From an optimization exercise on the open Yosys and OpenROAD flow, aimed at small area, a short achievable clock period and few clock cycles; shortcuts taken in it are not production practice.
Only simulation tests tie the RTL to the original design; equivalence was not proved.

==> flow/design.v <==
module fpdivsqrt (
    input  wire        clk,
    input  wire        rst_n,
    input  wire        in_valid,
    output wire        in_ready,
    input  wire        in_op,
    input  wire [1:0]  in_rnd,
    input  wire        in_ftz,
    input  wire        in_canon,
    input  wire [31:0] in_a,
    input  wire [31:0] in_b,
    output reg         out_valid,
    output reg  [31:0] out_result,
    output reg  [5:0]  out_flags
);
    localparam [31:0] DNAN = 32'h7FC0_0000;
    localparam [31:0] MAXF = 32'h7F7F_FFFF;
    localparam [31:0] INF  = 32'h7F80_0000;
    localparam [1:0] S_IDLE = 2'd0, S_PREP = 2'd1, S_ITER = 2'd2, S_ROUND = 2'd3;
    reg [1:0]  state;
    reg [4:0]  count;
    reg        r_op;
    reg [1:0]  r_rnd;
    reg        r_ftz;
    reg        r_canon;
    reg [31:0] r_a, r_b;
    assign in_ready = (state == S_IDLE);
    wire        is_sqrt = r_op;
    wire        sa = r_a[31], sb = r_b[31];
    wire [7:0]  ea_f = r_a[30:23], eb_f = r_b[30:23];
    wire [22:0] fa = r_a[22:0], fb = r_b[22:0];
    wire a_nan  = (ea_f == 8'hFF) && (fa != 0);
    wire b_nan  = !is_sqrt && (eb_f == 8'hFF) && (fb != 0);
    wire a_snan = a_nan && !fa[22];
    wire b_snan = b_nan && !fb[22];
    wire a_inf  = (ea_f == 8'hFF) && (fa == 0);
    wire b_inf  = (eb_f == 8'hFF) && (fb == 0);
    wire a_sub  = (ea_f == 8'h00) && (fa != 0);
    wire b_sub  = !is_sqrt && (eb_f == 8'h00) && (fb != 0);
    wire a_zero = (ea_f == 8'h00) && ((fa == 0) || r_ftz);
    wire b_zero = (eb_f == 8'h00) && ((fb == 0) || r_ftz);
    wire den_in = r_ftz && (a_sub || b_sub);
    wire [23:0] ma = (ea_f == 0) ? {1'b0, fa} : {1'b1, fa};
    wire [23:0] mb = (eb_f == 0) ? {1'b0, fb} : {1'b1, fb};
    reg [4:0] lza, lzb;
    integer i;
    always @(*) begin
        lza = 5'd0;
        lzb = 5'd0;
        for (i = 0; i < 24; i = i + 1) begin
            if (ma[i]) lza = 5'd23 - i[4:0];
            if (mb[i]) lzb = 5'd23 - i[4:0];
        end
    end
    wire [23:0] na = ma << lza;
    wire [23:0] nb = mb << lzb;
    wire signed [10:0] xa = $signed({3'd0, (ea_f == 0) ? 8'd1 : ea_f}) - 11'sd127 - $signed({6'd0, lza});
    wire signed [10:0] xb = $signed({3'd0, (eb_f == 0) ? 8'd1 : eb_f}) - 11'sd127 - $signed({6'd0, lzb});
    wire       q_sign = is_sqrt ? sa : (sa ^ sb);
    reg        sp_sel;
    reg [31:0] sp_res;
    reg        sp_inv, sp_dz;
    always @(*) begin
        sp_sel = 1'b1;
        sp_inv = 1'b0;
        sp_dz  = 1'b0;
        sp_res = 32'd0;
        if (a_nan || b_nan) begin
            sp_res = r_canon ? DNAN : ((a_nan ? r_a : r_b) | 32'h0040_0000);
            sp_inv = a_snan || b_snan;
        end else if (is_sqrt) begin
            if (a_zero)      sp_res = {sa, 31'd0};
            else if (sa)     begin sp_res = DNAN; sp_inv = 1'b1; end
            else if (a_inf)  sp_res = INF;
            else             sp_sel = 1'b0;
        end else begin
            if ((a_inf && b_inf) || (a_zero && b_zero)) begin
                sp_res = DNAN; sp_inv = 1'b1;
            end else if (a_inf)         sp_res = {q_sign, INF[30:0]};
            else if (b_inf || a_zero)   sp_res = {q_sign, 31'd0};
            else if (b_zero) begin
                sp_res = {q_sign, INF[30:0]}; sp_dz = 1'b1;
            end else                    sp_sel = 1'b0;
        end
    end
    reg [26:0]         rem;       
    reg [23:0]         div;       
    reg [49:0]         rad;       
    reg [24:0]         quo;       
    reg signed [10:0]  e_res;     
    reg                k_sign, k_sel, k_inv, k_dz, k_den;
    reg [31:0]         k_res;
    wire [26:0] d_trial = rem - {3'd0, div};
    wire        d_ge    = !d_trial[26];
    wire [26:0] s_rem   = {rem[24:0], rad[49:48]};
    wire [26:0] s_try   = {quo[24:0], 2'b01};
    wire [26:0] s_trial = s_rem - s_try;
    wire        s_ge    = (s_rem >= s_try);
    wire        a_lt_b  = (na < nb);
    wire        xa_odd  = xa[0];
    wire [23:0] n_mant  = quo[24:1];
    wire        n_guard = quo[0];
    wire        n_stk   = (rem != 0);
    wire signed [12:0] e_unb = {{2{e_res[10]}}, e_res};
    function rnd_inc;
        input [1:0] mode;
        input       s, lsb, g, st;
        begin
            case (mode)
                2'd0: rnd_inc = g && (st || lsb);
                2'd1: rnd_inc = 1'b0;
                2'd2: rnd_inc = !s && (g || st);
                default: rnd_inc = s && (g || st);
            endcase
        end
    endfunction
    wire inc24   = rnd_inc(r_rnd, k_sign, n_mant[0], n_guard, n_stk);
    wire carry24 = inc24 && (n_mant == 24'hFF_FFFF);
    wire tiny    = (e_unb < -13'sd126) && !((e_unb == -13'sd127) && carry24);
    wire         is_sub_range = (e_unb < -13'sd126);
    wire signed [12:0] dsh_raw = -13'sd126 - e_unb;
    wire [5:0]   dsh = (dsh_raw > 13'sd26) ? 6'd26 : dsh_raw[5:0];
    wire [51:0]  dext = {n_mant, n_guard, n_stk, 26'd0} >> dsh;
    wire [23:0]  d_mant  = dext[51:28];
    wire         d_guard = dext[27];
    wire         d_stk   = |dext[26:0];
    wire [23:0]  f_mant  = is_sub_range ? d_mant  : n_mant;
    wire         f_guard = is_sub_range ? d_guard : n_guard;
    wire         f_stk   = is_sub_range ? d_stk   : n_stk;
    wire         inexact = f_guard || f_stk;
    wire         inc     = rnd_inc(r_rnd, k_sign, f_mant[0], f_guard, f_stk);
    wire [24:0]  r_mant  = {1'b0, f_mant} + {24'd0, inc};
    wire signed [12:0] e_b = is_sub_range ? {12'd0, r_mant[23]}
                                          : (e_unb + 13'sd127 + {12'd0, r_mant[24]});
    wire [22:0]  frac    = r_mant[24] ? 23'd0 : r_mant[22:0];
    wire         ovf     = !is_sub_range && (e_b >= 13'sd255);
    wire         to_max  = (r_rnd == 2'd1) || (r_rnd == 2'd3 && !k_sign) || (r_rnd == 2'd2 && k_sign);
    reg [31:0] res;
    reg [5:0]  flg;    
    always @(*) begin
        flg = {k_den, 5'b00000};
        if (k_sel) begin
            res = k_res;
            flg[0] = k_inv;
            flg[1] = k_dz;
        end else if (r_ftz && tiny) begin
            res = {k_sign, 31'd0};
            flg[4:3] = 2'b11;
            flg[5] = 1'b1;
        end else if (ovf) begin
            res = to_max ? {k_sign, MAXF[30:0]} : {k_sign, INF[30:0]};
            flg[4] = 1'b1;
            flg[2] = 1'b1;
        end else begin
            res = {k_sign, e_b[7:0], frac};
            flg[4] = inexact;
            flg[3] = tiny && inexact;
        end
    end
    always @(posedge clk) begin
        if (!rst_n) begin
            state     <= S_IDLE;
            out_valid <= 1'b0;
        end else begin
            out_valid <= 1'b0;
            case (state)
                S_IDLE: if (in_valid) state <= S_PREP;
                S_PREP: state <= S_ITER;
                S_ITER: if (count == 5'd24) state <= S_ROUND;
                default: begin
                    state     <= S_IDLE;
                    out_valid <= 1'b1;
                end
            endcase
        end
        case (state)
            S_IDLE: begin
                r_op    <= in_op;
                r_rnd   <= in_rnd;
                r_ftz   <= in_ftz;
                r_canon <= in_canon;
                r_a     <= in_a;
                r_b     <= in_b;
            end
            S_PREP: begin
                count  <= 5'd0;
                quo    <= 25'd0;
                k_sign <= q_sign;
                k_sel  <= sp_sel;
                k_res  <= sp_res;
                k_inv  <= sp_inv;
                k_dz   <= sp_dz;
                k_den  <= den_in;
                div    <= nb;
                if (is_sqrt) begin
                    rem   <= 27'd0;
                    rad   <= xa_odd ? {na, 26'd0} : {1'b0, na, 25'd0};
                    e_res <= (xa_odd ? (xa - 11'sd1) : xa) >>> 1;
                end else begin
                    rem   <= a_lt_b ? {2'b00, na, 1'b0} : {3'b000, na};
                    rad   <= 50'd0;
                    e_res <= xa - xb - (a_lt_b ? 11'sd1 : 11'sd0);
                end
            end
            S_ITER: begin
                count <= count + 5'd1;
                if (!r_op) begin
                    quo <= {quo[23:0], d_ge};
                    rem <= d_ge ? {d_trial[25:0], 1'b0} : {rem[25:0], 1'b0};
                end else begin
                    quo <= {quo[23:0], s_ge};
                    rem <= s_ge ? s_trial : s_rem;
                    rad <= {rad[47:0], 2'b00};
                end
            end
            default: begin
                out_result <= res;
                out_flags  <= flg;
            end
        endcase
    end
endmodule
==> flow/run.sh <==
#!/bin/bash
# synth_recipe.tcl (not shown) runs the flow's synth.tcl, then flattens the netlist and writes it again
# the make line also repeats each setting of config.mk as NAME=value (left out here)
make -C /OpenROAD-flow-scripts/flow DESIGN_CONFIG=/design/flow/config.mk WORK_HOME=/design/flow/orfs CLKGATE_MAP_FILE= SYNTH_SCRIPT=/design/flow/synth_recipe.tcl finish
==> flow/config.mk <==
export PLATFORM = sky130hd
export DESIGN_NAME = fpdivsqrt
export DESIGN_NICKNAME = fpdivsqrt
export VERILOG_FILES = /design/flow/design.v
export SDC_FILE = /design/flow/constraint.sdc
export NUM_CORES = 4
export LEC_CHECK = 0
export CAP_MARGIN = 20
export CORE_MARGIN = 2
export CORE_UTILIZATION = 40
export SLEW_MARGIN = 20
==> flow/constraint.sdc <==
create_clock -name core_clock -period 10.0 [get_ports {clk}]
set_input_delay 2.0000 -clock core_clock [delete_from_list [all_inputs] [get_ports {clk}]]
set_output_delay 2.0000 -clock core_clock [all_outputs]
set_load 0.01 [all_outputs]
==> flow_metrics.env <==
export IMPL_io_pins=112
export IMPL_max_cap_violations=0
export IMPL_synth_edf_count=261
export IMPL_dr_total_vias=21000
export IMPL_grt_max_degree=72
export IMPL_die_y_um=240
export IMPL_firstDrtPassIters=5
export IMPL_placeableCoreArea_um2=55000
export IMPL_htree_levels=2
export IMPL_critPathMaxStageDelay_ns=0.63
export IMPL_start_util_pct=40.4
export IMPL_grt_setup_unrepaired="false"
export IMPL_cts_root_buffer="clkbuf_16"
export IMPL_hold_path_class="reg2reg"
export IMPL_syn_cell_area_um2=22200
export IMPL_ant_nets=0
export IMPL_path_max_fanout=13
export IMPL_synth_distinct_cells=103
export IMPL_grtUsageTotal_pct=30.9
export IMPL_yosysTopAreaCellShare_pct=35.3
export IMPL_avgRoutedWirePerCell_um=26.3
export IMPL_synthFlopType="edfxtp_1"
export IMPL_setup_viol=0
export IMPL_synthTopCellsByCount="nand2_1, edfxtp_1, nor2_1"
export IMPL_crit_top_cell="a21oi_1"
export IMPL_ys_seq_elements=264
export IMPL_cts_resized=0
export IMPL_tns_ns=0
export IMPL_clkLatencyLatePin_ns=0.57
export IMPL_status="timing/DRC/antenna clean"
export IMPL_yosys_top_cells_area="edfxtp_1, ha_1, mux2i_1"
export IMPL_fillers=5331
export IMPL_slew_violations=0
export IMPL_ys_warn_count=1
export IMPL_via_per_inst=6.16
export IMPL_cpMaxStageDelayCell="o21ai_0"
export IMPL_required_ns=10.29
export IMPL_hold_viol=0
export IMPL_grt_pass1_vias=20200
export IMPL_worst_slew_pin_slew_ns=1.10
export IMPL_antenna_found_initial=0
export IMPL_cts_tree="built"
export IMPL_row_count=86
export IMPL_antenna_cells=0
export IMPL_place_congestion=1.02
export IMPL_wl_mm=89.5
export IMPL_fin_nets=2830
export IMPL_path_clk_slew_ns=0.06
export IMPL_yosysMostFrequentCell="nand2_1"
export IMPL_ys_seq_area_share_pct=35.6
export IMPL_die_width_um=240
export IMPL_synthCells=2536
export IMPL_path_buf_inv=4
export IMPL_clock_skew_ns=0.0158
export IMPL_drive_gt1_share_pct=9.04
export IMPL_portBuffers=111
export IMPL_path_delay_family="compound AO/OA/AOI/OAI gates"
export IMPL_die_area_um2=57400
export IMPL_drcViolationCount=0
export IMPL_clock_sinks=264
export IMPL_worstPathArrival_ns=9.53
export IMPL_grt_pass1_wl_mm=132
export IMPL_avgSynthCellArea_um2=8.75
export IMPL_crit_path_end_kind="register"
export IMPL_dp_hpwl_mm=70.3
export IMPL_regArea_um2=7900
export IMPL_fmax_ghz=0.108
export IMPL_synth_area_leader_cell="edfxtp_1"
export IMPL_syn_num_nets=2734
export IMPL_place_area_um2=24400
export IMPL_synthArstFlopShare_pct=0
export IMPL_fin_area_um2=25500
export IMPL_post_cts_repair_setup_buffers=0
export IMPL_grt_ovfl_total=0
export IMPL_drtIter0Drc=1927
export IMPL_period_share_pct=92.4
export IMPL_start_kind="register"
export IMPL_clk_path_buf_depth=3
export IMPL_period_minus_slack_ns=9.24
export IMPL_relSlewSlack_pct=26.8
export IMPL_cts_hold_buf=0
export IMPL_worstSetupPathType="reg2reg"
export IMPL_numCtsBuffers=35
export IMPL_multi_input_area_um2=13200
export IMPL_area_growth_pct=15.1
## flip-flops by register name (all words and copies together), names as in the netlist, 2 cells and up
name        count
out_flags       6
r_a            32
k_res          32
r_rnd           2
r_b            32
div            24
rad            25
state           2
rem            27
quo            25
out_result     32
e_res          11
count           5
## path summary, 6_finish.rpt
kind           start            to  slack (ns)  cells after the start
max          r_a[28]     e_res[10]        0.76                     39
min            k_den  out_flags[5]        0.51                      1
max reg2reg  r_a[28]     e_res[10]        0.76                     39
min reg2reg    k_den  out_flags[5]        0.51                      1
## worst register-to-register path: cells and delay by family, from the launching register on
| kind | cells | cell delay [ns] |
|---|---|---|
| AO/OA/AOI/OAI | 18 | 3.36 |
| XOR/XNOR | 1 | 0.12 |
| adder cells (fa/ha/maj) | 5 | 1.97 |
| buffers and inverters | 4 | 0.60 |
| flip-flops | 1 | 0.49 |
| multiplexers | 2 | 0.40 |
| AND/OR/NAND/NOR | 9 | 1.99 |
## kinds of logic (layout without fill, tap and decap cells)
group | after synthesis | in the layout | synth area share, %
flops | 264 | 264 | 35.6
compound gates | 703 | 703 | 21.9
fa+ha+maj | 127 | 127 | 7.42
xor+xnor | 103 | 103 | 4.10
mux | 136 | 136 | 6.25
simple gates | 893 | 893 | 19.3
buf+inv | 310 | 430 | 5.46
## area by class of cell
| class | count | area share [%] |
|---|---|---|
| multi-input combinational | 1962 | 51.6 |
| sequential | 264 | 30.9 |
| tap | 748 | 3.66 |
| clock buffer | 40 | 3.54 |
| timing repair buffer | 197 | 6.95 |
| clock inverter | 21 | 0.798 |
| inverter | 172 | 2.53 |
## metal layers
metal  track usage, %  share of wire, %
met5                0                 0
met4             12.6               4.2
met3             4.87               7.2
met2             50.3                46
met1             41.0                42
## placed cells by master (no fill, tap or decap), types with 20 or more instances in the layout
cell type	Yosys	routed
o211ai_1	28	28
clkdlybuf4s50_1	0	111
edfxtp_1	261	261
inv_1	170	170
xor2_1	39	39
a21o_1	44	44
o21ai_0	124	123
nor2_1	199	199
mux2_2	20	20
nand3_1	64	64
ha_1	118	114
and2_1	49	49
nand2_1	293	293
a31oi_1	25	24
buf_4	5	85
clkbuf_16	0	35
and3_1	21	21
nor3_1	71	71
a221o_1	20	20
mux2i_1	116	116
xnor2_1	63	62
a21oi_1	186	185
nand4_1	40	40
nor4_1	55	54
## through the flow
step | util (%) | hold WS [ns] | setup slack, ns | instances
6_report | 46.5 | 0.514 | 0.762 | 3404
5_1_grt | 46.5 | 0.541 | 0.0677 | 3404
3_5_place_dp | 44.4 | 0.504 | 0.928 | 3343
4_1_cts | 46.5 | 0.522 | 0.907 | 3404
2_1_floorplan | - | 0.477 | 0.692 | 2536
3_3_place_gp | 44.4 | 0.497 | 0.879 | 3342
Testbench counts, summed over its fixed seeds: cycles 134,400.

-- afterwards: timing with drivers on the ports --
Ports are ideal in the flow. The routed layout listed here was re-timed in OpenROAD.
Step 1: set_driving_cell puts a clkbuf_16 on clk and a buf_2 on each other input, an assumption about the parent block.
Step 2 also shifts input and output timing later by t, the mid clock arrival at the registers, as if the neighbouring blocks saw the same clock.
Three values: ideal ports, drivers, drivers and shift; two values: the first two.
t, ns: 0.619
slack for setup (ns): 0.762 / 0.762 / 0.762
hold WS [ns]: 0.514 / 0.514 / 0.514
worst setup path at the end: register to register
After both steps this run still meets setup and hold. The setup slack of this run moves by 0.000 ns with the drivers and by 0.000 ns with both steps.
